From an optimization exercise on the open Yosys and OpenROAD flow, aimed at small area, a short achievable clock period and few clock cycles per item; shortcuts taken in it are not production practice.
Where RTL was checked, it was by simulation tests only, not by an equivalence proof against the original.
Function not checked in run 4: the RTL went through the layout flow alone.
No activity file was given, so power comes from the tool's default toggle rates.

==> design.v <==
module lath_eval (
    input  wire        clk,
    input  wire        rst,
    input  wire [31:0] origin_x,       
    input  wire [31:0] origin_y,       
    input  wire [31:0] pitch_x,        
    input  wire [31:0] pitch_y,        
    input  wire [31:0] lath_pitch,     
    input  wire [31:0] phase_offset,   
    input  wire [15:0] slant_num,      
    input  wire [15:0] slant_den,      
    input  wire        in_valid,
    output wire        in_ready,
    input  wire [13:0] px,
    input  wire [12:0] py,
    input  wire [1:0]  stripe,
    input  wire [15:0] corr,           
    output reg         out_valid,
    output wire [6:0]  v,
    output reg  [31:0] m,
    output reg  [15:0] corr_o,
    output wire [47:0] xo,             
    output wire [47:0] yo              
);
    reg [31:0] lp_r;                   
    reg [34:0] pol_r;                  
    reg [15:0] den_r;
    reg         pol_c;
    wire [17:0] pol_lo;
    wire [16:0] pol_hi;
    wire        pol_clo, pol_chi;
    add_sk #(18) u_pol_lo (.a(phase_offset[17:0]), .b({lp_r[15:0], 2'b00}), .cin(1'b0), .s(pol_lo), .co(pol_clo));
    add_sk #(17) u_pol_hi (.a({3'b0, phase_offset[31:18]}), .b({1'b0, lp_r[31:16]}), .cin(pol_c), .s(pol_hi), .co(pol_chi));
    always @(posedge clk) begin
        pol_c <= pol_clo;
        pol_r <= {pol_hi, pol_lo};
        den_r <= slant_den;
    end
    reg  lnz;                          
    always @(posedge clk) lnz <= |lath_pitch;
    reg        a_free;
    reg        f_prei, f_pre, f_pk, f_pka, f_pkw, f_kml, f_h0, f_h, f_p, f_c, f_done;
    reg [5:0]  a_cnt;
    reg        a_last;                 
    reg        pvalid;                 
    reg        yk;                     
    reg        acin_r;                 
    reg        rk;                     
    reg [15:0] radd;                   
    reg        b_busy;
    reg        b_pre;
    reg        b_div;
    reg        b_dlast;                
    reg [4:0]  b_cnt;
    reg        b_last;                 
    reg        b_mcap;                 
    reg        b_vst;                  
    reg        o_org, o_pass, o_dbl, o_x2, o_xadd, o_yadd;
    reg        bl_r;                   
    reg        rdy_r;                  
    reg        f_hb;                   
    reg        csx;                    
    wire b_load   = bl_r;
    wire a_ready  = a_free | bl_r;
    assign in_ready = rdy_r;
    wire accept   = in_valid & a_ready;
    wire b_loadk  = f_pka;             
    wire b_loadd  = f_prei;            
    wire b_any    = b_load | b_loadk | b_loadd;
    wire b_run    = b_busy & ~b_pre & ~b_div;   
    wire inflight_n = accept | (~a_free & ~b_load) | b_load | (b_busy & ~b_last);
    wire f_c_n    = f_p;
    wire f_done_n = (f_c | f_done) & ~b_load;
    wire b_busy_n = b_any | (b_busy & ~b_last);
    wire b_last_n = ~b_any & b_busy & (b_cnt == (b_div ? 5'd18 : 5'd14));
    wire b_div_n  = b_loadd | (b_div & ~b_last);
    always @(posedge clk)
        lp_r <= b_div_n ? {16'd0, den_r} : lath_pitch;
    wire bl_n     = (f_c_n | f_done_n) & (~b_busy_n | b_last_n);
    wire a_free_n = (a_free | b_load) & ~in_valid;
    reg [13:0] pxa;
    reg [1:0]  sta;
    reg [12:0] pya;                    
    reg [15:0] corra;
    reg [46:0] acc;                    
    reg [15:0] rr;                     
    reg [1:0]  cq;                     
    reg [40:0] kq;                     
    reg [15:0] krem;
    wire [15:0] r_add  = radd;
    wire [18:0] r_x    = {2'b0, rr, 1'b0};
    wire [18:0] r_y    = {3'b0, r_add};
    wire [18:0] r_z1   = ~{3'b0, den_r};
    wire [18:0] r_z2   = ~{2'b0, den_r, 1'b0};
    wire [18:0] r_t, r_s1, r_s2;
    wire        r_co0, r_co1, r_co2;
    add_sk #(19) u_rt  (.a(r_x), .b(r_y), .cin(1'b0), .s(r_t), .co(r_co0));
    add_sk #(19) u_rs1 (.a(r_x ^ r_y ^ r_z1),
                        .b({(r_x[17:0] & r_y[17:0]) | (r_x[17:0] & r_z1[17:0]) | (r_y[17:0] & r_z1[17:0]), 1'b1}),
                        .cin(1'b0), .s(r_s1), .co(r_co1));
    add_sk #(19) u_rs2 (.a(r_x ^ r_y ^ r_z2),
                        .b({(r_x[17:0] & r_y[17:0]) | (r_x[17:0] & r_z2[17:0]) | (r_y[17:0] & r_z2[17:0]), 1'b1}),
                        .cin(1'b0), .s(r_s2), .co(r_co2));
    wire        c1     = ~r_s2[18];
    wire        c0     = ~c1 & ~r_s1[18];
    wire [15:0] r_next = c1 ? r_s2[15:0] : (c0 ? r_s1[15:0] : r_t[15:0]);
    wire [46:0] ay   = ({47{f_h0}} & ~({33'd0, pxa} << 11))
                     | ({47{yk}}   & {15'd0, kq[31:0]})
                     | ({47{f_p}}  & {12'd0, pol_r})
                     | {{19{csx}}, {16{f_c}} & corra, 12'd0}
                     | ({47{f_pka}} & {1'b0, lp_r, 14'd0});
    wire        acin = acin_r;
    wire [46:0] hsel = {{23{f_hb}}, {24{f_h}}};
    wire [46:0] ax   = (hsel & {acc[45:0], cq[0]}) | (~hsel & acc);
    wire        ax0  = ax[0];
    wire        as0  = ax0 ^ ay[0] ^ acin;
    wire        ak1  = (ax0 & ay[0]) | (ax0 & acin) | (ay[0] & acin) | (f_h & cq[1]);
    wire [45:0] ahi;
    wire        a_co;
    add_sk #(46) u_acc (.a(ax[46:1]), .b(ay[46:1]), .cin(ak1), .s(ahi), .co(a_co));
    wire [46:0] asum = {ahi, as0};
    wire [15:0] nsn  = ~slant_num + 16'd1;             
    wire        nsg  = ~slant_num[15] & (|slant_num);  
    reg [31:0] br;                     
    reg [21:0] bq;                     
    reg [11:0] pxb;
    reg [11:0] pyb;
    reg [7:0]  vq;
    reg [38:0] xacc, yacc;             
    reg [31:0] m_r;
    reg [15:0] corr_r;
    wire [31:0] dv  = lp_r;
    wire [33:0] bt  = {br, bq[21:20]};
    wire [34:0] bs1, bs2, bs3;
    wire        bc1, bc2, bc3;
    add_sk #(35) u_bs1 (.a({1'b0, bt}), .b(~{3'b0, dv}), .cin(1'b1), .s(bs1), .co(bc1));
    add_sk #(35) u_bs2 (.a({1'b0, bt}), .b(~{2'b0, dv, 1'b0}), .cin(1'b1), .s(bs2), .co(bc2));
    wire [34:0] b3x = {1'b0, bt};
    wire [34:0] b3y = ~{3'b0, dv};
    wire [34:0] b3z = ~{2'b0, dv, 1'b0};
    wire [34:0] b3s = b3x ^ b3y ^ b3z;
    wire [34:0] b3c = {(b3x[33:0] & b3y[33:0]) | (b3x[33:0] & b3z[33:0]) | (b3y[33:0] & b3z[33:0]), 1'b1};
    add_sk #(35) u_bs3 (.a(b3s), .b(b3c), .cin(1'b1), .s(bs3), .co(bc3));
    wire        g3  = ~bs3[34];
    wire        g2  = ~bs2[34];
    wire        g1  = ~bs1[34];
    wire [31:0] b_next = g3 ? bs3[31:0] : (g2 ? bs2[31:0] : (g1 ? bs1[31:0] : bt[31:0]));
    wire        qh  = g2;
    wire        ql  = g3 | (g1 & ~g2);
    wire [38:0] xx   = ({39{o_dbl}} & {xacc[37:0], 1'b0}) | ({39{o_pass}} & xacc)
                     | ({39{o_x2}} & {19'd0, pitch_x[18:0], 1'b0});
    wire [38:0] yx   = ({39{o_dbl}} & {yacc[37:0], 1'b0}) | ({39{o_pass}} & yacc);
    wire [38:0] xy   = ({39{o_org}} & {9'd0, ~origin_x[29], origin_x[28:0]}) | ({39{o_xadd}} & {20'd0, pitch_x[18:0]});
    wire [38:0] yy   = ({39{o_org}} & {9'd0, ~origin_y[29], origin_y[28:0]}) | ({39{o_yadd}} & {20'd0, pitch_y[18:0]});
    wire [38:0] xsum, ysum;
    wire        x_co, y_co;
    add_sk #(39) u_xo (.a(xx), .b(xy), .cin(1'b0), .s(xsum), .co(x_co));
    add_sk #(39) u_yo (.a(yx), .b(yy), .cin(1'b0), .s(ysum), .co(y_co));
    assign v  = vq[7:1];
    assign xo = {{10{~xacc[38]}}, xacc[37:0]};     
    assign yo = {{10{~yacc[38]}}, yacc[37:0]};
    always @(*) begin
        m      = m_r;
        corr_o = corr_r;
    end
    always @(posedge clk) begin
        if (b_loadd) begin
            br <= nsg ? {16'd0, den_r - 16'd1} : 32'd0;
            bq <= {nsn, 6'd0};
        end else if (b_any) begin
            br <= {7'd0, asum[46:22]};
            bq <= asum[21:0];
        end else begin
            br <= b_next;
            bq <= {bq[19:0], 2'b00};
        end
        if (b_mcap) begin
            m_r    <= b_next & {32{lnz}};
        end
        if (b_vst)
            vq <= {vq[5:0], qh & lnz, ql & lnz};
        xacc <= xsum;
        yacc <= ysum;
        if (o_dbl) begin
            pxb <= {pxb[10:0], 1'b0};
            pyb <= {pyb[10:0], 1'b0};
        end
        if (b_load) begin
            pxb   <= pxa[11:0];
            pyb   <= pya[11:0];
            corr_r <= corra & {16{lnz}};
        end
    end
    always @(posedge clk) begin
        rr <= r_next;
        if (a_ready) begin
            pxa   <= px;
            sta   <= stripe;
            pya   <= py;
            corra <= corr;
            rr    <= 16'd0;
        end
        if (f_prei) begin
            kq <= {40'd0, nsg};
        end
        if (b_div)
            kq <= {kq[38:0], qh, ql};
        if (f_pk)
            krem <= br[15:0];
        if (f_pk)
            acc <= {{6{kq[40]}}, kq};                    
        else if ((a_ready & pvalid) | f_kml)
            acc <= {20'd0, a_ready ? px : pxa, a_ready ? stripe : sta, 11'd0};
        else
            acc <= asum;
        if (f_kml)
            kq <= {9'd0, m_r};
        cq <= {c1, c0};
        if (f_h0 | (f_h & ~a_last))
            pya <= {pya[11:0], pya[12]};
    end
    always @(posedge clk) begin
        if (rst) begin
            a_free <= 1'b1;
            bl_r   <= 1'b0;
            rdy_r  <= 1'b1;
            f_hb   <= 1'b0;
            csx    <= 1'b0;
            {f_prei, f_pre, f_pk, f_pka, f_pkw, f_kml, f_h0, f_h, f_p, f_c, f_done} <= 11'd0;
            a_cnt  <= 6'd0;
            a_last <= 1'b0;
            pvalid <= 1'b0;
            yk     <= 1'b0;
            acin_r <= 1'b0;
            rk     <= 1'b0;
            radd   <= 16'd0;
            b_busy <= 1'b0;
            b_pre  <= 1'b0;
            b_div  <= 1'b0;
            b_dlast <= 1'b0;
            b_cnt  <= 5'd0;
            {b_last, b_mcap, b_vst} <= 3'd0;
            {o_org, o_dbl, o_x2, o_xadd, o_yadd} <= 5'd0;
            o_pass <= 1'b1;
            out_valid <= 1'b0;
        end else begin
            bl_r   <= bl_n;
            rdy_r  <= a_free_n | bl_n;
            f_hb   <= f_h0 | (f_hb & ~a_last);
            csx    <= f_p & corra[15];
            if (f_prei) begin
                f_prei <= 1'b0;
                f_pre  <= 1'b1;
            end
            if (f_pre & b_dlast) begin
                f_pre <= 1'b0;
                f_pk  <= 1'b1;
            end
            if (f_pk) begin
                f_pk  <= 1'b0;
                f_pka <= 1'b1;
            end
            if (f_pka) begin
                f_pka <= 1'b0;
                f_pkw <= 1'b1;
            end
            if (f_pkw & b_mcap) begin
                f_pkw <= 1'b0;
                f_kml <= 1'b1;
            end
            if (f_kml) begin
                f_kml  <= 1'b0;
                f_h0   <= 1'b1;
                pvalid <= 1'b1;
            end
            if (f_h0) begin
                f_h0 <= 1'b0;
                f_h  <= 1'b1;
            end
            if (f_h & a_last) begin
                f_h <= 1'b0;
                f_p <= 1'b1;
            end
            if (f_p) begin
                f_p <= 1'b0;
                f_c <= 1'b1;
            end
            if (f_c) begin
                f_c    <= 1'b0;
                f_done <= 1'b1;
            end
            if (b_load) begin
                f_done <= 1'b0;
                a_free <= 1'b1;
            end
            if (accept) begin
                a_free <= 1'b0;
                f_prei <= ~pvalid;
                f_h0   <= pvalid;
            end
            if (f_prei | f_h0)
                a_cnt <= 6'd0;
            else
                a_cnt <= a_cnt + 6'd1;
            a_last <= f_h & (a_cnt == 6'd11);
            yk     <= (f_h0 | (f_h & ~a_last)) & pya[12];
            acin_r <= (accept & pvalid) | f_kml | (f_h & a_last & (|rr));
            rk     <= (accept & pvalid & py[12]) | (f_kml & pya[12]) |
                      ((f_h0 | (f_h & (a_cnt <= 6'd10))) & pya[11]);
            radd   <= ({16{(accept & pvalid & py[12]) | (f_kml & pya[12]) |
                           ((f_h0 | (f_h & (a_cnt <= 6'd10))) & pya[11])}} & krem);
            out_valid <= ~b_any & b_busy & ~b_pre & ~b_div & (b_cnt == 5'd14);
            if (b_any) begin
                b_busy <= 1'b1;
                b_pre  <= b_loadk;
                b_div  <= b_loadd;
                b_cnt  <= 5'd0;
            end else if (b_busy) begin
                b_cnt <= b_cnt + 5'd1;
                if (b_last) begin
                    b_busy <= 1'b0;
                    b_div  <= 1'b0;
                end
            end
            b_last  <= ~b_any & b_busy & (b_cnt == (b_div ? 5'd18 : 5'd14));
            b_mcap  <= ~b_any & b_busy & ~b_div & (b_cnt == 5'd9);
            b_vst   <= ~b_any & b_busy & ~b_div & (b_cnt >= 5'd10) & (b_cnt <= 5'd13);
            b_dlast <= ~b_any & b_busy & b_div & (b_cnt == 5'd18);
            o_x2    <= b_load & pxa[13];
            o_org   <= ~b_any & b_run & (b_cnt == 5'd4);
            o_dbl   <= ~b_any & b_run & (b_cnt <= 5'd13) & (b_cnt != 5'd4);
            o_pass  <= ~(b_load | (~b_any & b_run & (b_cnt <= 5'd13))) |
                       (~b_any & b_run & (b_cnt == 5'd4));
            o_xadd  <= b_load ? pxa[12] :
                       (~b_any & b_run & (b_cnt <= 5'd13) & (b_cnt != 5'd4) &
                        ((b_cnt == 5'd13) | (o_dbl ? pxb[10] : pxb[11])));
            o_yadd  <= b_load ? pya[12] :
                       (~b_any & b_run & (b_cnt <= 5'd13) & (b_cnt != 5'd4) &
                        ((b_cnt == 5'd13) | (o_dbl ? pyb[10] : pyb[11])));
            if (~inflight_n)
                pvalid <= 1'b0;
        end
    end
endmodule
module add_sk #(parameter W = 32) (
    input  wire [W-1:0] a,
    input  wire [W-1:0] b,
    input  wire         cin,
    output wire [W-1:0] s,
    output wire         co
);
    localparam LV = (W + 1 <= 2)  ? 1 : (W + 1 <= 4)  ? 2 : (W + 1 <= 8)  ? 3 :
                    (W + 1 <= 16) ? 4 : (W + 1 <= 32) ? 5 : (W + 1 <= 64) ? 6 : 7;
    wire [(LV+1)*(W+1)-1:0] g, p;
    assign g[W:0] = {a & b, cin};
    assign p[W:0] = {a ^ b, 1'b0};
    genvar l, i;
    generate
        for (l = 0; l < LV; l = l + 1) begin : lv
            for (i = 0; i <= W; i = i + 1) begin : bt
                if ((i >> l) & 1) begin : c
                    assign g[(l+1)*(W+1)+i] = g[l*(W+1)+i] | (p[l*(W+1)+i] & g[l*(W+1)+(((i>>l)<<l)-1)]);
                    assign p[(l+1)*(W+1)+i] = p[l*(W+1)+i] & p[l*(W+1)+(((i>>l)<<l)-1)];
                end else begin : t
                    assign g[(l+1)*(W+1)+i] = g[l*(W+1)+i];
                    assign p[(l+1)*(W+1)+i] = p[l*(W+1)+i];
                end
            end
        end
    endgenerate
    assign s  = (a ^ b) ^ g[LV*(W+1) +: W];
    assign co = g[LV*(W+1) + W];
endmodule
==> run.sh <==
#!/bin/bash
# synth_recipe.tcl (not shown) runs the flow's synth.tcl, then flattens the netlist and writes it again
# the make line also repeats each setting of config.mk as NAME=value (left out here)
make -C /OpenROAD-flow-scripts/flow DESIGN_CONFIG=/design/flow/config.mk WORK_HOME=/design/flow/orfs CLKGATE_MAP_FILE= SYNTH_SCRIPT=/design/flow/synth_recipe.tcl finish
==> config.mk <==
export PLATFORM = sky130hd
export DESIGN_NAME = lath_eval
export DESIGN_NICKNAME = lath_eval
export VERILOG_FILES = /design/flow/design.v
export SDC_FILE = /design/flow/constraint.sdc
export NUM_CORES = 4
export LEC_CHECK = 0
export ABC_AREA = 1
export CAP_MARGIN = 60
export CORE_MARGIN = 2
export CORE_UTILIZATION = 60
export PLACE_DENSITY = 0.75
export SLEW_MARGIN = 60
==> constraint.sdc <==
create_clock -name core_clock -period 11.0 [get_ports {clk}]
set_input_delay 2.2000 -clock core_clock [delete_from_list [all_inputs] [get_ports {clk}]]
set_output_delay 2.2000 -clock core_clock [all_outputs]
set_load 0.01 [all_outputs]
==> results of run 1 <==
[layout by cell type (no fill, tap or decap), types with 36 or more instances in the layout]
cell type / netlist / final
sky130_fd_sc_hd__nand2_1: 1112 / 1109
sky130_fd_sc_hd__edfxtp_1: 157 / 157
sky130_fd_sc_hd__xnor2_1: 72 / 71
sky130_fd_sc_hd__a21oi_1: 243 / 243
sky130_fd_sc_hd__xor2_1: 116 / 116
sky130_fd_sc_hd__clkbuf_16: 0 / 60
sky130_fd_sc_hd__o22ai_1: 84 / 84
sky130_fd_sc_hd__nor2_1: 274 / 273
sky130_fd_sc_hd__ha_1: 293 / 293
sky130_fd_sc_hd__fa_1: 101 / 101
sky130_fd_sc_hd__o21ai_0: 221 / 220
sky130_fd_sc_hd__nor3_1: 36 / 36
sky130_fd_sc_hd__nand3_1: 282 / 281
sky130_fd_sc_hd__clkdlybuf4s50_1: 0 / 394
sky130_fd_sc_hd__inv_1: 743 / 737
sky130_fd_sc_hd__dfxtp_1: 368 / 358
[cell type report]
cell class | instances | share of cell area
Antenna cell | 2 | 0.000119
Clock buffer | 81 | 0.0399
Clock inverter | 30 | 0.00888
Inverter | 752 | 0.0674
Multi-Input combinational cell | 3195 | 0.471
Sequential cell | 525 | 0.287
Tap cell | 773 | 0.0230
Timing Repair Buffer | 432 | 0.103
[logic make-up (layout without fill, tap and decap cells)]
| group | Yosys count | after routing | synth area share |
|---|---|---|---|
| and+or+nand+nor | 1822 | 1822 | 0.211 |
| buffers and inverters | 988 | 1295 | 0.117 |
| AOI/OAI and AO/OA | 783 | 783 | 0.131 |
| DFF | 525 | 525 | 0.335 |
| adders and majority gates | 394 | 394 | 0.158 |
| xor gates and xnor gates | 188 | 188 | 0.0457 |
| muxes | 8 | 8 | 0.00243 |
| other | 0 | 2 | 0 |
[critical path, stage by stage]
cell and delay (ns):
sky130_fd_sc_hd__clkdlybuf4s50_1 0.44, sky130_fd_sc_hd__ha_1 0.36, sky130_fd_sc_hd__a21oi_1 0.14, sky130_fd_sc_hd__nand2_1 0.09, sky130_fd_sc_hd__a21oi_1 0.21, sky130_fd_sc_hd__inv_1 0.07, sky130_fd_sc_hd__a21o_1 0.21, sky130_fd_sc_hd__a21boi_2 0.36
sky130_fd_sc_hd__o21ai_0 0.24, sky130_fd_sc_hd__fa_1 0.45, sky130_fd_sc_hd__xor2_1 0.18
[path summary, 6_finish.rpt]
path                            slack, ns  depth (start not counted)         to
worst max register to register       6.71                         15     br[11]
worst min register to register       0.43                          0      vq[2]
worst min-delay path                 0.43                          0      vq[2]
worst max-delay path                 6.54                         11  pol_r[16]
[registers in the layout (all words and copies together) (netlist names), 14 cells and up]
name,count
den_r,16
bq,22
m_r,32
pol_r,35
acc,47
br,32
corra,16
xacc,39
pxa,14
radd,16
krem,16
rr,16
lp_r,32
yacc,39
corr_r,16
kq,41
[synthesized netlist by cell type (all sizes together), types with 2 or more instances]
library cell	number	area, um^2
edfxtp	157	4710
nor4	12	81.3
nor3	38	200
o21bai	24	180
nand2	1140	4370
xor2	116	1020
a211oi	12	95.1
or2	21	131
inv	749	2810
a221oi	10	87.6
xnor2	72	631
clkinv	3	11.3
a22oi	14	105
o21a	6	45.0
nand3	285	1440
nand4	20	125
clkbuf	91	342
o21ai	236	1190
mux2i	2	20.0
nor2	280	1090
buf	145	1030
o2111ai	15	131
mux2	6	67.6
a211o	2	17.5
nor3b	3	22.5
dfxtp	368	7370
ha	293	3670
a21boi	9	67.6
a22o	35	307
o221ai	4	35.0
a221o	7	70.1
a21o	28	210
fa	101	2020
o22ai	84	526
and2	7	43.8
a21oi	254	1330
o211ai	28	210
a31oi	11	68.8
nand3b	13	97.6
[per-stage QoR]
stage                     cell area, um^2  setup WS [ns]  utilization
final                               42100           6.54        0.711
after global routing                42100           6.36        0.711
after CTS                           42000           6.57        0.710
after detailed placement            40000           5.95        0.675
after global placement              39800           5.83        0.672
after floorplan                     36000           6.72            -
[routing by layer]
metal | routed length (um) | vias to the layer above
met5 | 66 | -
met3 | 8940 | 227
met4 | 4310 | 10
li1 | - | 15700
met1 | 44800 | 14900
met2 | 49900 | 1257
[power groups by stage]
stage	Combinational [mW]	Sequential [mW]	Clock, mW
final	5.18	2.81	2.09
after floorplan	3.96	2.71	0
after global placement	4.94	2.83	0
after global routing	5.84	2.85	2.18
after detailed placement	5.07	2.84	0
after CTS	5.12	2.80	2.11
==> impl_summary.log, run 1 <==
INFO  metric multi_input_combinational_cell_area = 19800 um^2
INFO  metric hold_viol_final = 0
INFO  metric place_congestion = 0.939
INFO  metric ctsResizeCount = 0
INFO  metric post_synth.cell_area_avg = 7.65 um^2
INFO  metric netlist_area = 36000 um^2
INFO  metric number_of_slew_limit_violations_in_the_final_report = 0
INFO  metric tritoncts = yes
INFO  metric cts_post_setup_buffers_inserted = 0
INFO  metric hold_bufs_at_cts = 0
INFO  metric ioPinCount = around 430
INFO  metric row_count = 89
INFO  metric rsz0062_at_grt = no
INFO  metric synth.ff_latch_count = 525
INFO  metric clock-root-buffer = sky130_fd_sc_hd__clkbuf_16
INFO  metric die_y = ~250 um
INFO  metric core-area = approximately 59000 um^2
INFO  metric synth_cells = 4708
INFO  metric first_pass_grt_wire_length = 167000 um
INFO  metric initial_utilization = 0.608
INFO  metric run_status = finished clean
INFO  metric die_width = 249 um
INFO  metric clock_power_share = 0.207
INFO  metric critPathLaunch = phase_offset[4]
INFO  metric grt_util_met1 = 0.443
INFO  metric worst_setup_path_end_kind = flop
INFO  metric post_detailed_routing_wire_length = approximately 110000 um
INFO  metric via_count_of_the_first_global_routing_pass = between 30000 and 40000
INFO  metric ys.flop_type = sky130_fd_sc_hd__dfxtp_1
INFO  metric synth_warnings = 1
INFO  metric worst_slew_pin_slew = 0.582 ns
INFO  metric hold_ws = 0.427 ns
INFO  metric route.detailed.wl_per_inst = 18.7 um
INFO  metric power_switching_share = 0.426
INFO  metric synth-seq-area-share = 0.335
INFO  metric final_antenna_net_count = 0
INFO  metric syn-num-nets = between 5000 and 6000
INFO  metric areaGrowthSynthToFinish = 16.9%
INFO  metric nets = 5631
INFO  metric grt_start_max_net_pins = 60
INFO  metric worstPathRequired = 11.50 ns
INFO  metric hpwlAfterDp = 83400 um
INFO  metric drt-initial-drc-count = 2880
INFO  metric gr-usage-all-layers = 0.342
INFO  metric antenna_found_initial = 7
INFO  metric final-instance-count-excl-fill = between 5000 and 6000
INFO  metric comb_power_share = 0.514
INFO  metric n_fill_cell = slightly below 5000
INFO  metric min_period = 4.46 ns
INFO  metric total_overflow_reported_by_the_global_router = 0
INFO  metric worstPathArrival = 4.96 ns
INFO  metric cts_num_sinks = approximately 530
INFO  metric regArea = 12100 um^2
INFO  metric timing.rr.start = f_h0
INFO  metric leak_pwr = 20.3 nW
INFO  metric timing.setup.tns = 0 ns
INFO  metric avgViaCountPerCell = 5.54
INFO  metric drcViolationCount = 0
INFO  metric hp-start = vq[0]
INFO  metric crit_fanout = 4
INFO  metric buffer_levels_on_the_longest_clock_path = 3
INFO  metric power.switching = around 4.3 mW
INFO  metric maxClockFrequency = 224 MHz
INFO  metric portBuffers = 394
INFO  metric dieArea = between 60000 and 70000 um^2
INFO  metric start_kind = input pin
INFO  metric path_clk_slew = 0.06 ns
INFO  metric async_reset_ff_frac = 0
INFO  metric setup_viol = 0
INFO  metric seqPwrFrac = 0.279
INFO  metric drive_above_1_share = 0.0493
INFO  metric insertion_delay = around 0.63 ns
INFO  metric max_capacitance_violation_count = 0
INFO  metric number_of_enable_type_register_cells_in_the_synthesized_netlist = ~160
INFO  metric timing.clock.skew = slightly above 0.02 ns
INFO  metric grt_busiest_layer = met2
INFO  metric p_int = 5.79 mW
INFO  metric number_of_h_tree_levels = 2
INFO  metric timing.final.crit_share = 0.406
INFO  metric power_per_cell_area = 239 nW/um^2
INFO  metric worst_slew_margin_rel = 0.611
INFO  metric numCtsBuffers = 59
INFO  metric grt.met3_usage = 0.0612
INFO  metric placed_cells_incl_taps = 5675
INFO  metric holdCritPathClass = flop to flop
INFO  metric vdd_drop_max = 0.000148 V
INFO  metric timing.setup.critical_path_class = input pin to flop
INFO  metric use_met2 = 0.568
INFO  metric dr.pass1.iters = 6
INFO  metric detailroute.via_count = 32100
INFO  metric number_of_distinct_standard_cells_referenced_by_the_synthesized_netlist = 66
INFO  metric fin_total_pwr = 10.1 mW
Testbench counts, summed over its fixed seeds: cycles 26,240, items 1,536.
==> run 2: changes to the inputs <==
--- a/config.mk
+++ b/config.mk
@@ -6,8 +6,8 @@
 export NUM_CORES = 4
 export LEC_CHECK = 0
 export ABC_AREA = 1
-export CAP_MARGIN = 60
+export CAP_MARGIN = 40
 export CORE_MARGIN = 2
 export CORE_UTILIZATION = 60
 export PLACE_DENSITY = 0.75
-export SLEW_MARGIN = 60
+export SLEW_MARGIN = 70
==> run 2 against run 1 <==
Effect of this change: synthesized cell count unchanged; worst hold slack worse by 0.031 ns; routed wire length up 0.18%; via count about the same; worst setup slack better by 0.040 ns; combinational power about the same; critical path type unchanged; critical endpoint is now xacc[16].
==> impl_summary.log, run 2 <==
INFO  metric insertion_delay = 0.64 ns (was 0.63 ns)
INFO  metric share_of_the_synthesized_area_in_compound_gates_ao_oa_aoi_oai = 0.131 (unchanged)
INFO  metric fraction_of_synthesized_cell_area_taken_by_the_top_area_cell_type = 0.204 (unchanged)
INFO  metric total_overflow_reported_by_the_global_router = 0 (unchanged)
INFO  metric antenna_found_initial = 6 (was 7)
INFO  metric number_of_h_tree_levels = 2 (unchanged)
INFO  metric number_of_distinct_standard_cells_referenced_by_the_synthesized_netlist = 66 (unchanged)
INFO  metric post_synth_top_area_cell = sky130_fd_sc_hd__dfxtp_1 (unchanged)
INFO  metric drcViolationCount = 0 (unchanged)
INFO  metric final_core_utilization = 0.712 (was 0.711)
INFO  metric hold_viol_final = 0 (unchanged)
INFO  metric start_kind = input pin (unchanged)
INFO  metric ys.flop_type = sky130_fd_sc_hd__dfxtp_1 (unchanged)
INFO  metric leak_pwr = 20.3 nW (about the same)
INFO  metric timing.setup.tns = 0 ns (unchanged)
INFO  metric initial_utilization = 0.608 (unchanged)
INFO  metric synthAdderAreaFrac = 0.158 (unchanged)
INFO  metric layout_commonest_cell = sky130_fd_sc_hd__nand2_1 (unchanged)
INFO  metric post_synth.cell_area_avg = 7.65 um^2 (unchanged)
INFO  metric number_of_enable_type_register_cells_in_the_synthesized_netlist = 157 (unchanged)
INFO  metric die_width = 249 um (unchanged)
INFO  metric synth_warnings = 1 (unchanged)
INFO  metric die_y = 249 um (unchanged)
INFO  metric cts_post_setup_buffers_inserted = 0 (unchanged)
INFO  metric synth.top_cells.by_count = sky130_fd_sc_hd__nand2_1, sky130_fd_sc_hd__inv_1, sky130_fd_sc_hd__dfxtp_1, sky130_fd_sc_hd__ha_1, sky130_fd_sc_hd__nand3_1 (unchanged)
INFO  metric power_per_cell_area = 239 nW/um^2 (about the same)
INFO  metric ff2ff_path_depth = 18 (was 15)
INFO  metric areaGrowthSynthToFinish = 17.0% (was 16.9%)
INFO  metric place_congestion = 0.939 (unchanged)
INFO  metric worst_slew_pin_slew = 0.471 ns (was 0.582 ns)
INFO  metric detailroute.via_count = 32100 (about the same)
INFO  metric leading_cell_type_by_number_of_instances_after_synthesis = sky130_fd_sc_hd__nand2_1 (unchanged)
INFO  metric muxShareOfSynthArea = 0.00243 (unchanged)
INFO  metric worstPathArrival = 4.94 ns (was 4.96 ns)
INFO  metric worst_slew_margin_rel = 0.683 (was 0.611)
INFO  metric worst_setup_path_end_kind = flop (unchanged)
INFO  metric ctsResizeCount = 0 (unchanged)
INFO  metric synth-xor-area-share = 0.0457 (unchanged)
INFO  metric dieArea = 62000 um^2 (unchanged)
INFO  metric synth-seq-area-share = 0.335 (unchanged)
INFO  metric clock-root-buffer = sky130_fd_sc_hd__clkbuf_16 (unchanged)
INFO  metric syn-num-nets = 5374 (unchanged)
INFO  metric timing.hold.worst_path_depth = 0 (unchanged)
INFO  metric path_clk_slew = 0.06 ns (about the same)
INFO  metric number_of_slew_limit_violations_in_the_final_report = 0 (unchanged)
INFO  metric nets = 5631 (unchanged)
INFO  metric hpwlAfterDp = 83500 um (was 83400 um)
INFO  metric placed_cells_incl_taps = 5679 (was 5675)
INFO  metric drt-initial-drc-count = 2823 (was 2880)
INFO  metric ioPinCount = 425 (unchanged)
INFO  metric maxClockFrequency = 226 MHz (was 224 MHz)
INFO  metric avgViaCountPerCell = 5.55 (was 5.54)
INFO  metric timing.final.crit_share = 0.402 (was 0.406)
INFO  metric postLayoutCellArea = 42200 um^2 (was 42100 um^2)
INFO  metric crit_fanout = 5 (was 4)
INFO  metric hold_bufs_at_cts = 0 (unchanged)
INFO  metric via_count_of_the_first_global_routing_pass = 30500 (about the same)
INFO  metric synth_area_leaders = sky130_fd_sc_hd__dfxtp_1, sky130_fd_sc_hd__edfxtp_1, sky130_fd_sc_hd__nand2_1 (unchanged)
INFO  metric vdd_drop_max = 0.000143 V (was 0.000148 V)
INFO  metric max_capacitance_violation_count = 0 (unchanged)
INFO  metric dr.pass1.iters = 8 (was 6)
INFO  metric route.detailed.wl_per_inst = 18.7 um (about the same)
INFO  metric synth.ff_latch_count = 525 (unchanged)
INFO  metric holdCritPathClass = flop to flop (unchanged)
INFO  metric core-area = 59200 um^2 (unchanged)
INFO  metric gr-usage-all-layers = 0.342 (about the same)
INFO  metric largest_registers = acc (47), kq (41) (unchanged)
INFO  metric row_count = 89 (unchanged)
INFO  metric final_antenna_net_count = 0 (unchanged)
INFO  metric tritoncts = yes (unchanged)
INFO  metric timing.setup.critical_path_class = input pin to flop (unchanged)
INFO  metric synth_cells = 4708 (unchanged)
INFO  metric run_status = finished clean (unchanged)
INFO  metric drive_above_1_share = 0.0529 (was 0.0493)
INFO  metric cts_num_sinks = 525 (unchanged)
INFO  metric final_cell_mix = sky130_fd_sc_hd__nand2_1, sky130_fd_sc_hd__inv_1, sky130_fd_sc_hd__clkdlybuf4s50_1, sky130_fd_sc_hd__dfxtp_1, sky130_fd_sc_hd__ha_1 (unchanged)
INFO  metric min_period = 4.42 ns (was 4.46 ns)
INFO  metric portBuffers = 394 (unchanged)
INFO  metric netlist_area = 36000 um^2 (unchanged)
INFO  metric timing.clock.skew = 0.0277 ns (was 0.0205 ns)
INFO  metric rsz0062_at_grt = no (unchanged)
INFO  metric largest_register_ff_count = 47 (unchanged)
INFO  metric post_synthesis_simple_gate_area_fraction = 0.211 (unchanged)
INFO  metric setup_viol = 0 (unchanged)
INFO  metric placed_area = 40100 um^2 (was 40000 um^2)
INFO  metric numCtsBuffers = 57 (was 59)
INFO  metric buffer_levels_on_the_longest_clock_path = 3 (unchanged)
INFO  metric post_detailed_routing_wire_length = 108000 um (about the same)
INFO  metric regMostFlops = acc (unchanged)
INFO  metric worstPathRequired = 11.51 ns (was 11.50 ns)
INFO  metric first_pass_grt_wire_length = 167000 um (about the same)
INFO  metric main_combinational_cell_family_by_area_after_synthesis = simple AND/OR/NAND/NOR gates (unchanged)
INFO  metric grt_start_max_net_pins = 60 (unchanged)
INFO  metric async_reset_ff_frac = 0 (unchanged)
INFO  metric final-instance-count-excl-fill = 5790 (unchanged)
## run 2: final cells by class
class	instances	area (um^2)
Timing Repair Buffer	434	4360
Clock inverter	35	437
Antenna cell	3	7.51
Sequential cell	525	12100
Multi-Input combinational cell	3195	19900
Clock buffer	73	1580
Fill cell	4989	17100
Tap cell	773	967
Inverter	752	2850
## run 2: kinds of logic (layout without fill, tap and decap cells)
group                      Yosys count  count (layout)
adders and majority gates          394             394
muxes                                8               8
other                                0               3
and+or+nand+nor                   1822            1822
AOI/OAI and AO/OA                  783             783
buffers and inverters              988            1294
DFF                                525             525
xor gates and xnor gates           188             188
## run 2: final timing paths
path,startpoint,endpoint,slack [ns]
min reg2reg,vq[0],vq[2],0.40
max reg2reg,yk,br[11],6.81
max,origin_x[1],xacc[16],6.58
min,vq[0],vq[2],0.40
## run 2: worst max-delay path, cell delays in order
cell                              delay [ns]
sky130_fd_sc_hd__clkdlybuf4s50_1        0.50
sky130_fd_sc_hd__inv_1                  0.05
sky130_fd_sc_hd__o22ai_1                0.21
sky130_fd_sc_hd__ha_1                   0.18
sky130_fd_sc_hd__nand2_1                0.05
sky130_fd_sc_hd__nand2_1                0.06
sky130_fd_sc_hd__o21ai_0                0.13
sky130_fd_sc_hd__o21ai_1                0.25
sky130_fd_sc_hd__nand3_1                0.10
sky130_fd_sc_hd__nand2_1                0.20
sky130_fd_sc_hd__nand3_1                0.10
sky130_fd_sc_hd__nand2_1                0.19
sky130_fd_sc_hd__inv_1                  0.10
sky130_fd_sc_hd__fa_1                   0.46
sky130_fd_sc_hd__xnor2_1                0.15
## run 2: per-stage QoR
stage	setup WS (ns)	hold slack, ns	total power [mW]
CTS	6.57	0.385	10.0
global route	6.33	0.407	10.9
global placement	5.83	0.403	7.78
floorplan	6.72	0.400	6.67
detailed placement	5.96	0.406	7.93
finish	6.58	0.396	10.1
## run 2: routing by layer
metal / wire [um] / vias to the layer above / global-route usage / share of wire
li1: - / 15700 / - / -
met1: 44100 / 14800 / 0.441 / 0.41
met2: 49100 / 1314 / 0.556 / 0.45
met3: 9870 / 254 / 0.0689 / 0.091
met4: 5130 / 6 / 0.152 / 0.047
met5: 46 / - / 0 / 0.00043
## run 2: power by group
group | switching, mW | total [mW] | internal, mW
Sequential | 0.314 | 2.81 | 2.49
Combinational | 3.15 | 5.20 | 2.05
Clock | 0.841 | 2.07 | 1.23
Total | 4.31 | 10.1 | 5.77
==> run 3: changes to the inputs <==
--- a/config.mk
+++ b/config.mk
@@ -6,7 +6,7 @@
 export NUM_CORES = 4
 export LEC_CHECK = 0
 export ABC_AREA = 1
-export CAP_MARGIN = 40
+export CAP_MARGIN = 70
 export CORE_MARGIN = 2
 export CORE_UTILIZATION = 60
 export PLACE_DENSITY = 0.75
==> run 3 against run 2 <==
Effect of this change: sequential share of layout area fell by 0.059 points; clock power rose by 2%; worst setup slack improved by 0.057 ns; global-route usage fell by 0.059 points.
==> impl_summary.log, run 3 <==
INFO  metric cts_post_setup_buffers_inserted = 0 (unchanged)
INFO  metric post_detailed_routing_wire_length = 108000 um (about the same)
INFO  metric via_count_of_the_first_global_routing_pass = 30500 (about the same)
INFO  metric hpwlAfterDp = 83600 um (was 83500 um)
INFO  metric syn-num-nets = 5374 (unchanged)
INFO  metric crit-reg2reg-capture = m_r[26] (was br[11])
INFO  metric timing.clock.skew = 0.0337 ns (was 0.0277 ns)
INFO  metric nets = 5632 (was 5631)
INFO  metric ctsResizeCount = 0 (unchanged)
INFO  metric layout_commonest_cell = sky130_fd_sc_hd__nand2_1 (unchanged)
INFO  metric ff2ff_path_depth = 16 (was 18)
INFO  metric synth-seq-area-share = 0.335 (unchanged)
INFO  metric number_of_slew_limit_violations_in_the_final_report = 0 (unchanged)
INFO  metric synth-xor-area-share = 0.0457 (unchanged)
INFO  metric largest_registers = acc (47), kq (41) (unchanged)
INFO  metric setup.reg_to_reg.worst_slack = 6.84 ns (was 6.81 ns)
INFO  metric power_per_cell_area = 240 nW/um^2 (was 239 nW/um^2)
INFO  metric avgViaCountPerCell = 5.56 (was 5.55)
INFO  metric setup_viol = 0 (unchanged)
INFO  metric worst_slew_margin_rel = 0.681 (was 0.683)
INFO  metric grt_start_max_net_pins = 60 (unchanged)
INFO  metric tritoncts = yes (unchanged)
INFO  metric synthAdderAreaFrac = 0.158 (unchanged)
INFO  metric netlist_area = 36000 um^2 (unchanged)
INFO  metric cp_slowest_stage_delay = 0.44 ns (was 0.50 ns)
INFO  metric worst_setup_path_end_kind = flop (unchanged)
INFO  metric final_antenna_net_count = 0 (unchanged)
INFO  metric die_width = 249 um (unchanged)
INFO  metric core-area = 59200 um^2 (unchanged)
INFO  metric numCtsBuffers = 57 (unchanged)
INFO  metric min_period = 4.36 ns (was 4.42 ns)
INFO  metric post_synth.cell_area_avg = 7.65 um^2 (unchanged)
INFO  metric hold_ws = 0.401 ns (was 0.396 ns)
INFO  metric row_count = 89 (unchanged)
INFO  metric synth.top_cells.by_count = sky130_fd_sc_hd__nand2_1, sky130_fd_sc_hd__inv_1, sky130_fd_sc_hd__dfxtp_1, sky130_fd_sc_hd__ha_1, sky130_fd_sc_hd__nand3_1 (unchanged)
INFO  metric insertion_delay = 0.64 ns (about the same)
INFO  metric number_of_enable_type_register_cells_in_the_synthesized_netlist = 157 (unchanged)
INFO  metric ioPinCount = 425 (unchanged)
INFO  metric antenna_found_initial = 8 (was 6)
INFO  metric drcViolationCount = 0 (unchanged)
INFO  metric rsz0062_at_grt = no (unchanged)
INFO  metric synth_area_leaders = sky130_fd_sc_hd__dfxtp_1, sky130_fd_sc_hd__edfxtp_1, sky130_fd_sc_hd__nand2_1 (unchanged)
INFO  metric post_synth_top_area_cell = sky130_fd_sc_hd__dfxtp_1 (unchanged)
INFO  metric dr.pass1.iters = 7 (was 8)
INFO  metric timing.setup.critical_path_class = input pin to flop (unchanged)
INFO  metric areaGrowthSynthToFinish = 17.3% (was 17.0%)
INFO  metric run_status = finished clean (unchanged)
INFO  metric leading_cell_type_by_number_of_instances_after_synthesis = sky130_fd_sc_hd__nand2_1 (unchanged)
INFO  metric maxClockFrequency = 229 MHz (was 226 MHz)
INFO  metric holdCritPathClass = flop to flop (unchanged)
INFO  metric worstPathRequired = 11.52 ns (was 11.51 ns)
INFO  metric worstPathArrival = 4.89 ns (was 4.94 ns)
INFO  metric post_synthesis_simple_gate_area_fraction = 0.211 (unchanged)
INFO  metric list_of_cells_traversed_by_the_critical_path = clkdlybuf4s50_1 > a22o_1 > ha_1 > o21ai_0 > o21ai_1 > nand3_1 > nand2_1 > nand3_1 > nand2_1 > nand2_1 > nand3_1 > nand3_1 > nand2_1 > xor2_1 (was clkdlybuf4s50_1 > inv_1 > o22ai_1 > ha_1 > nand2_1 > nand2_1 > o21ai_0 > o21ai_1 > nand3_1 > nand2_1 > nand3_1 > nand2_1 > inv_1 > fa_1 > xnor2_1)
INFO  metric leak_pwr = 20.4 nW (was 20.3 nW)
INFO  metric portBuffers = 394 (unchanged)
INFO  metric route.detailed.wl_per_inst = 18.6 um (was 18.7 um)
INFO  metric hp-start = vq[0] (unchanged)
INFO  metric start_kind = input pin (unchanged)
INFO  metric postLayoutSetupSlackWorst = 6.64 ns (was 6.58 ns)
INFO  metric synth_warnings = 1 (unchanged)
INFO  metric initial_utilization = 0.608 (unchanged)
INFO  metric place_congestion = 0.939 (unchanged)
INFO  metric share_of_the_synthesized_area_in_compound_gates_ao_oa_aoi_oai = 0.131 (unchanged)
INFO  metric drt-initial-drc-count = 2670 (was 2823)
INFO  metric clock-root-buffer = sky130_fd_sc_hd__clkbuf_16 (unchanged)
INFO  metric drive_above_1_share = 0.0534 (was 0.0529)
INFO  metric muxShareOfSynthArea = 0.00243 (unchanged)
INFO  metric main_combinational_cell_family_by_area_after_synthesis = simple AND/OR/NAND/NOR gates (unchanged)
INFO  metric cts_num_sinks = 525 (unchanged)
INFO  metric dp_worst_setup_slack = 5.96 ns (about the same)
INFO  metric die_y = 249 um (unchanged)
INFO  metric synth.ff_latch_count = 525 (unchanged)
INFO  metric fraction_of_synthesized_cell_area_taken_by_the_top_area_cell_type = 0.204 (unchanged)
INFO  metric n_fill_cell = 4929 (was 4989)
INFO  metric timing.final.crit_share = 0.397 (was 0.402)
INFO  metric final-instance-count-excl-fill = 5791 (was 5790)
INFO  metric path_clk_slew = 0.06 ns (about the same)
INFO  metric crit_fanout = 8 (was 5)
INFO  metric ys.flop_type = sky130_fd_sc_hd__dfxtp_1 (unchanged)
INFO  metric vdd_drop_max = 0.000147 V (was 0.000143 V)
INFO  metric placed_cells_incl_taps = 5679 (unchanged)
INFO  metric async_reset_ff_frac = 0 (unchanged)
INFO  metric max_capacitance_violation_count = 0 (unchanged)
INFO  metric synth_cells = 4708 (unchanged)
INFO  metric regMostFlops = acc (unchanged)
INFO  metric hold_bufs_at_cts = 0 (unchanged)
INFO  metric dieArea = 62000 um^2 (unchanged)
INFO  metric timing.setup.tns = 0 ns (unchanged)
INFO  metric timing.rr.start = lp_r[14] (was yk)
INFO  metric final_cell_mix = sky130_fd_sc_hd__nand2_1, sky130_fd_sc_hd__inv_1, sky130_fd_sc_hd__clkdlybuf4s50_1, sky130_fd_sc_hd__dfxtp_1, sky130_fd_sc_hd__ha_1 (unchanged)
INFO  metric timing.hold.worst_path_depth = 0 (unchanged)
INFO  metric number_of_distinct_standard_cells_referenced_by_the_synthesized_netlist = 66 (unchanged)
INFO  metric first_pass_grt_wire_length = 167000 um (about the same)
INFO  metric buffer_levels_on_the_longest_clock_path = 3 (unchanged)
INFO  metric worst_slew_pin_slew = 0.476 ns (was 0.471 ns)
INFO  metric worst_path_max_delay_cell = sky130_fd_sc_hd__clkdlybuf4s50_1 (unchanged)
INFO  metric total_overflow_reported_by_the_global_router = 0 (unchanged)
INFO  metric detailroute.via_count = 32200 (was 32100)
INFO  metric largest_register_ff_count = 47 (unchanged)
INFO  metric number_of_h_tree_levels = 2 (unchanged)
INFO  metric gr-usage-all-layers = 0.341 (was 0.342)
INFO  metric hold_viol_final = 0 (unchanged)
INFO  metric worst_hold_path_ep = vq[2] (unchanged)
run 3: cells by family (layout without fill, tap and decap cells):
kind of cell,Yosys count,count (layout)
AOI/OAI and AO/OA,783,783
xor gates and xnor gates,188,188
adders and majority gates,394,394
buffers and inverters,988,1295
DFF,525,525
muxes,8,8
other,0,3
and+or+nand+nor,1822,1822
run 3: stage by stage:
step / utilization / cell area (um^2) / power (mW)
2_1_floorplan: - / 36000 / 6.67
3_5_place_dp: 0.677 / 40100 / 7.93
5_1_grt: 0.713 / 42300 / 10.9
4_1_cts: 0.713 / 42200 / 10.1
6_report: 0.713 / 42300 / 10.1
3_3_place_gp: 0.672 / 39800 / 7.78
run 3: area by class of cell:
type                       count  area (um^2)  area share
multi-input combinational   3195        19900       0.470
sequential                   525        12100       0.287
timing repair buffer         435         4370       0.104
inverter                     752         2850      0.0674
clock buffer                  77         1720      0.0407
tap                          773          967      0.0229
clock inverter                31          375     0.00888
antenna                        3         7.51    0.000178
run 3: layer usage:
| metal | part of all wire | GRT usage | vias up |
|---|---|---|---|
| met5 | 0.00042 | 0 | - |
| met1 | 0.41 | 0.443 | 14900 |
| li1 | - | - | 15800 |
| met2 | 0.46 | 0.560 | 1297 |
| met3 | 0.083 | 0.0607 | 276 |
| met4 | 0.047 | 0.149 | 6 |
run 3: worst max path at each step:
stage | start | end | slack, ns | depth (start not counted)
floorplan | origin_y[8] | yacc[32] | 6.72 | 15
global placement | phase_offset[4] | pol_r[16] | 5.83 | 11
detailed placement | pitch_y[2] | yacc[32] | 5.96 | 13
CTS | origin_x[1] | xacc[37] | 6.62 | 18
global route | origin_x[1] | xacc[25] | 6.31 | 17
finish | pitch_x[2] | xacc[25] | 6.64 | 14
run 3: report_power, final:
group | switching [mW] | total (mW) | internal (mW)
Clock | 0.853 | 2.12 | 1.27
Combinational | 3.16 | 5.21 | 2.05
Sequential | 0.315 | 2.81 | 2.49
run 3: worst max-delay path: cells and delay by family:
| family | cells | cell delay [ns] |
|---|---|---|
| adder cells (fa/ha/maj) | 1 | 0.33 |
| XOR/XNOR | 1 | 0.14 |
| AO/OA/AOI/OAI | 3 | 0.65 |
| AND/OR/NAND/NOR | 8 | 1.11 |
| buffers and inverters | 1 | 0.44 |
==> run 4: changes to the inputs <==
--- a/design.v
+++ b/design.v
@@ -154,8 +154,8 @@
     wire [38:0] yy   = ({39{o_org}} & {9'd0, ~origin_y[29], origin_y[28:0]}) | ({39{o_yadd}} & {20'd0, pitch_y[18:0]});
     wire [38:0] xsum, ysum;
     wire        x_co, y_co;
-    add_sk #(39) u_xo (.a(xx), .b(xy), .cin(1'b0), .s(xsum), .co(x_co));
-    add_sk #(39) u_yo (.a(yx), .b(yy), .cin(1'b0), .s(ysum), .co(y_co));
+    add_ks #(39) u_xo (.a(xx), .b(xy), .cin(1'b0), .s(xsum), .co(x_co));
+    add_ks #(39) u_yo (.a(yx), .b(yy), .cin(1'b0), .s(ysum), .co(y_co));
     assign v  = vq[7:1];
     assign xo = {{10{~xacc[38]}}, xacc[37:0]};     
     assign yo = {{10{~yacc[38]}}, yacc[37:0]};
@@ -364,6 +364,35 @@
                 end else begin : t
                     assign g[(l+1)*(W+1)+i] = g[l*(W+1)+i];
                     assign p[(l+1)*(W+1)+i] = p[l*(W+1)+i];
+                end
+            end
+        end
+    endgenerate
+    assign s  = (a ^ b) ^ g[LV*(W+1) +: W];
+    assign co = g[LV*(W+1) + W];
+endmodule
+module add_ks #(parameter W = 32) (
+    input  wire [W-1:0] a,
+    input  wire [W-1:0] b,
+    input  wire         cin,
+    output wire [W-1:0] s,
+    output wire         co
+);
+    localparam LV = (W + 1 <= 2)  ? 1 : (W + 1 <= 4)  ? 2 : (W + 1 <= 8)  ? 3 :
+                    (W + 1 <= 16) ? 4 : (W + 1 <= 32) ? 5 : (W + 1 <= 64) ? 6 : 7;
+    wire [(LV+1)*(W+1)-1:0] g, p;
+    assign g[W:0] = {a & b, cin};
+    assign p[W:0] = {a ^ b, 1'b0};
+    genvar l, i;
+    generate
+        for (l = 0; l < LV; l = l + 1) begin : lv
+            for (i = 0; i <= W; i = i + 1) begin : bt
+                if (i >= (1 << l)) begin : c
+                    assign g[(l+1)*(W+1)+i] = g[l*(W+1)+i] | (p[l*(W+1)+i] & g[l*(W+1)+i-(1<<l)]);
+                    assign p[(l+1)*(W+1)+i] = p[l*(W+1)+i] & p[l*(W+1)+i-(1<<l)];
+                end else begin : t
+                    assign g[(l+1)*(W+1)+i] = g[l*(W+1)+i];
+                    assign p[(l+1)*(W+1)+i] = p[l*(W+1)+i];
                 end
             end
         end
--- a/config.mk
+++ b/config.mk
@@ -6,8 +6,8 @@
 export NUM_CORES = 4
 export LEC_CHECK = 0
 export ABC_AREA = 1
-export CAP_MARGIN = 70
+export CAP_MARGIN = 60
 export CORE_MARGIN = 2
 export CORE_UTILIZATION = 60
 export PLACE_DENSITY = 0.75
-export SLEW_MARGIN = 70
+export SLEW_MARGIN = 60
==> run 4 against run 3 <==
Effect of this change: sequential power is essentially flat; largest cell class unchanged; highest routed layer unchanged; fmax decreased by 9.3%; critical path type unchanged; clock skew rose by 0.0020 ns; clock power is essentially flat.
==> impl_summary.log, run 4 <==
INFO  metric postLayoutSetupSlackWorst = 6.19 ns (was 6.64 ns)
INFO  metric async_reset_ff_frac = 0 (unchanged)
INFO  metric synth_area_leaders = sky130_fd_sc_hd__dfxtp_1, sky130_fd_sc_hd__edfxtp_1, sky130_fd_sc_hd__nand2_1 (unchanged)
INFO  metric hold_bufs_at_cts = 0 (unchanged)
INFO  metric n_fill_cell = 5102 (was 4929)
INFO  metric worst_slew_margin_rel = 0.592 (was 0.681)
INFO  metric die_width = 253 um (was 249 um)
INFO  metric final_cell_mix = sky130_fd_sc_hd__nand2_1, sky130_fd_sc_hd__inv_1, sky130_fd_sc_hd__clkdlybuf4s50_1, sky130_fd_sc_hd__dfxtp_1, sky130_fd_sc_hd__nor2_1 (was sky130_fd_sc_hd__nand2_1, sky130_fd_sc_hd__inv_1, sky130_fd_sc_hd__clkdlybuf4s50_1, sky130_fd_sc_hd__dfxtp_1, sky130_fd_sc_hd__ha_1)
INFO  metric worst_setup_path_end_kind = flop (unchanged)
INFO  metric syn-num-nets = 5580 (was 5374)
INFO  metric hpwlAfterDp = 88700 um (was 83600 um)
INFO  metric timing.setup.critical_path_class = input pin to flop (unchanged)
INFO  metric place_congestion = 0.969 (was 0.939)
INFO  metric synth.top_cells.by_count = sky130_fd_sc_hd__nand2_1, sky130_fd_sc_hd__inv_1, sky130_fd_sc_hd__dfxtp_1, sky130_fd_sc_hd__nor2_1, sky130_fd_sc_hd__ha_1 (was sky130_fd_sc_hd__nand2_1, sky130_fd_sc_hd__inv_1, sky130_fd_sc_hd__dfxtp_1, sky130_fd_sc_hd__ha_1, sky130_fd_sc_hd__nand3_1)
INFO  metric initial_utilization = 0.605 (was 0.608)
INFO  metric netlist_area = 37200 um^2 (was 36000 um^2)
INFO  metric avgViaCountPerCell = 5.63 (was 5.56)
INFO  metric vdd_drop_max = 0.000150 V (was 0.000147 V)
INFO  metric largest_register_ff_count = 47 (unchanged)
INFO  metric total_overflow_reported_by_the_global_router = 0 (unchanged)
INFO  metric cp_slowest_stage_delay = 0.47 ns (was 0.44 ns)
INFO  metric worst_slew_pin_slew = 0.607 ns (was 0.476 ns)
INFO  metric grt_start_max_net_pins = 58 (was 60)
INFO  metric row_count = 91 (was 89)
INFO  metric leading_cell_type_by_number_of_instances_after_synthesis = sky130_fd_sc_hd__nand2_1 (unchanged)
INFO  metric ctsResizeCount = 0 (unchanged)
INFO  metric antenna_found_initial = 9 (was 8)
INFO  metric post_synth.cell_area_avg = 7.56 um^2 (was 7.65 um^2)
INFO  metric ioPinCount = 425 (unchanged)
INFO  metric power_per_cell_area = 240 nW/um^2 (about the same)
INFO  metric number_of_distinct_standard_cells_referenced_by_the_synthesized_netlist = 66 (unchanged)
INFO  metric timing.final.crit_share = 0.437 (was 0.397)
INFO  metric run_status = finished clean (unchanged)
INFO  metric post_synth_top_area_cell = sky130_fd_sc_hd__dfxtp_1 (unchanged)
INFO  metric synth_cells = 4922 (was 4708)
INFO  metric areaGrowthSynthToFinish = 16.2% (was 17.3%)
INFO  metric number_of_slew_limit_violations_in_the_final_report = 0 (unchanged)
INFO  metric timing.hold.worst_path_depth = 0 (unchanged)
INFO  metric maxClockFrequency = 208 MHz (was 229 MHz)
INFO  metric largest_registers = acc (47), kq (41) (unchanged)
INFO  metric dieArea = 64000 um^2 (was 62000 um^2)
INFO  metric cts_num_sinks = 525 (unchanged)
INFO  metric drive_above_1_share = 0.0561 (was 0.0534)
INFO  metric synth-seq-area-share = 0.325 (was 0.335)
INFO  metric dr.pass1.iters = 6 (was 7)
INFO  metric ff2ff_path_depth = 18 (was 16)
INFO  metric portBuffers = 394 (unchanged)
INFO  metric drcViolationCount = 0 (unchanged)
INFO  metric route.detailed.wl_per_inst = 19.0 um (was 18.6 um)
INFO  metric regMostFlops = acc (unchanged)
INFO  metric holdCritPathClass = flop to flop (unchanged)
INFO  metric path_clk_slew = 0.06 ns (about the same)
INFO  metric start_kind = input pin (unchanged)
INFO  metric insertion_delay = 0.65 ns (was 0.64 ns)
INFO  metric hold_viol_final = 0 (unchanged)
INFO  metric rsz0062_at_grt = no (unchanged)
INFO  metric synth_warnings = 1 (unchanged)
INFO  metric numCtsBuffers = 58 (was 57)
INFO  metric final_core_utilization = 0.703 (was 0.713)
INFO  metric buffer_levels_on_the_longest_clock_path = 3 (unchanged)
INFO  metric worstPathArrival = 5.33 ns (was 4.89 ns)
INFO  metric crit_fanout = 3 (was 8)
INFO  metric final_antenna_net_count = 0 (unchanged)
INFO  metric core-area = 61500 um^2 (was 59200 um^2)
INFO  metric worstPathRequired = 11.52 ns (about the same)
INFO  metric cts_post_setup_buffers_inserted = 0 (unchanged)
INFO  metric number_of_h_tree_levels = 2 (unchanged)
INFO  metric placed_area = 41100 um^2 (was 40100 um^2)
INFO  metric fraction_of_synthesized_cell_area_taken_by_the_top_area_cell_type = 0.198 (was 0.204)
INFO  metric gr-usage-all-layers = 0.349 (was 0.341)
INFO  metric clock-root-buffer = sky130_fd_sc_hd__clkbuf_16 (unchanged)
INFO  metric fin_total_pwr = 10.4 mW (was 10.1 mW)
INFO  metric worst_path_max_delay_cell = sky130_fd_sc_hd__clkdlybuf4s50_1 (unchanged)
INFO  metric ys.flop_type = sky130_fd_sc_hd__dfxtp_1 (unchanged)
INFO  metric tritoncts = yes (unchanged)
INFO  metric timing.setup.tns = 0 ns (unchanged)
INFO  metric detailroute.via_count = 33800 (was 32200)
INFO  metric drt-initial-drc-count = 3090 (was 2670)
INFO  metric first_pass_grt_wire_length = 174000 um (was 167000 um)
INFO  metric synth.ff_latch_count = 525 (unchanged)
INFO  metric nets = 5827 (was 5632)
INFO  metric leak_pwr = 20.6 nW (was 20.4 nW)
INFO  metric timing.clock.skew = 0.0356 ns (was 0.0337 ns)
INFO  metric post_detailed_routing_wire_length = 114000 um (was 108000 um)
INFO  metric max_capacitance_violation_count = 0 (unchanged)
INFO  metric die_y = 253 um (was 249 um)
INFO  metric dp_worst_setup_slack = 5.56 ns (was 5.96 ns)
INFO  metric list_of_cells_traversed_by_the_critical_path = clkdlybuf4s50_1 > a22o_1 > ha_1 > inv_1 > fa_1 > nand3b_1 > nand2_1 > a21oi_1 > o21ai_1 > nand3_1 > nand3_1 > a21oi_1 > o21ai_0 > nand2_1 > xor2_1 (was clkdlybuf4s50_1 > a22o_1 > ha_1 > o21ai_0 > o21ai_1 > nand3_1 > nand2_1 > nand3_1 > nand2_1 > nand2_1 > nand3_1 > nand3_1 > nand2_1 > xor2_1)
INFO  metric layout_commonest_cell = sky130_fd_sc_hd__nand2_1 (unchanged)
INFO  metric postLayoutCellArea = 43200 um^2 (was 42300 um^2)
INFO  metric number_of_enable_type_register_cells_in_the_synthesized_netlist = 157 (unchanged)
INFO  metric via_count_of_the_first_global_routing_pass = 32000 (was 30500)
INFO  metric min_period = 4.81 ns (was 4.36 ns)
INFO  metric setup_viol = 0 (unchanged)
## run 4: path summary, 6_finish.rpt
kind	from	slack, ns	endpoint
worst max-delay path	pitch_x[0]	6.19	xacc[36]
worst min-delay path	vq[0]	0.42	vq[2]
worst max register to register	yk	6.83	br[10]
worst min register to register	vq[0]	0.42	vq[2]
## run 4: metal layers
metal	share of wire	wire [um]	track usage
met5	0.00035	40	0
met4	0.044	5000	0.160
met3	0.088	10100	0.0601
met2	0.45	51800	0.571
met1	0.41	47300	0.452
## run 4: cell families (layout without fill, tap and decap cells)
family | after synthesis | in the layout | synth area share
and+or+nand+nor | 1937 | 1937 | 0.219
buffers and inverters | 984 | 1281 | 0.114
AOI/OAI and AO/OA | 882 | 882 | 0.143
DFF | 525 | 525 | 0.325
adders and majority gates | 386 | 386 | 0.149
xor gates and xnor gates | 200 | 200 | 0.0471
muxes | 8 | 8 | 0.00236
other | 0 | 6 | 0
## run 4: critical path, delay by kind of cell
family	cells	cell delay [ns]
AO/OA/AOI/OAI	5	1.09
XOR/XNOR	1	0.15
adder cells (fa/ha/maj)	2	0.67
buffers and inverters	2	0.55
AND/OR/NAND/NOR	5	0.67
## run 4: through the flow
| step | hold WS [ns] | cells |
|---|---|---|
| floorplan | 0.400 | 4922 |
| global placement | 0.405 | 5894 |
| detailed placement | 0.405 | 5897 |
| CTS | 0.420 | 6007 |
| global route | 0.434 | 6013 |
| finish | 0.419 | 6015 |
## run 4: layout make-up
| type | count | area [um^2] | share of cell area |
|---|---|---|---|
| multi-input combinational | 3413 | 21000 | 0.485 |
| sequential | 525 | 12100 | 0.280 |
| timing repair buffer | 427 | 4260 | 0.0986 |
| inverter | 744 | 2810 | 0.0651 |
| clock buffer | 70 | 1580 | 0.0365 |
| tap | 790 | 988 | 0.0229 |
| clock inverter | 40 | 504 | 0.0117 |
| antenna | 6 | 15.0 | 0.000347 |
## run 4: power by group
part | total [mW] | internal, mW | switching [mW] | leakage [nW]
Combinational | 5.40 | 2.14 | 3.27 | 15.0
Clock | 2.13 | 1.24 | 0.883 | 0.999
Sequential | 2.83 | 2.50 | 0.327 | 4.53

[what the ideal ports hide]
Ports are ideal in the flow. The routed layouts listed here were re-timed in OpenROAD.
Step 1: set_driving_cell puts a clkbuf_16 on clk and a buf_2 on each other input, an assumption about the parent block.
Step 2, shift: input delay + t, output delay - t, t = (earliest + latest rising clock arrival at the registers) / 2. This alone moves slack from input paths to output paths.
Three values: no drivers, after step 1, after step 2; two values: the first two.
run	t, ns	setup WS [ns]	worst hold slack (ns)	cell pins on the clock port's net
run 1	0.676	6.538 / 6.575 / 5.899	0.427 / 0.427 / 0.427	1
run 2	0.685	6.578 / 6.608 / 5.923	0.396 / 0.396 / 0.396	1
run 3	0.681	6.636 / 6.665 / 5.984	0.401 / 0.401 / 0.401	1
run 4	0.699	6.189 / 6.221 / 5.522	0.419 / 0.419 / 0.419	1
After both steps every run listed still meets setup and hold. The setup slack of run 4, which loses most, moves by +0.032 ns with the drivers and by -0.667 ns with both steps.
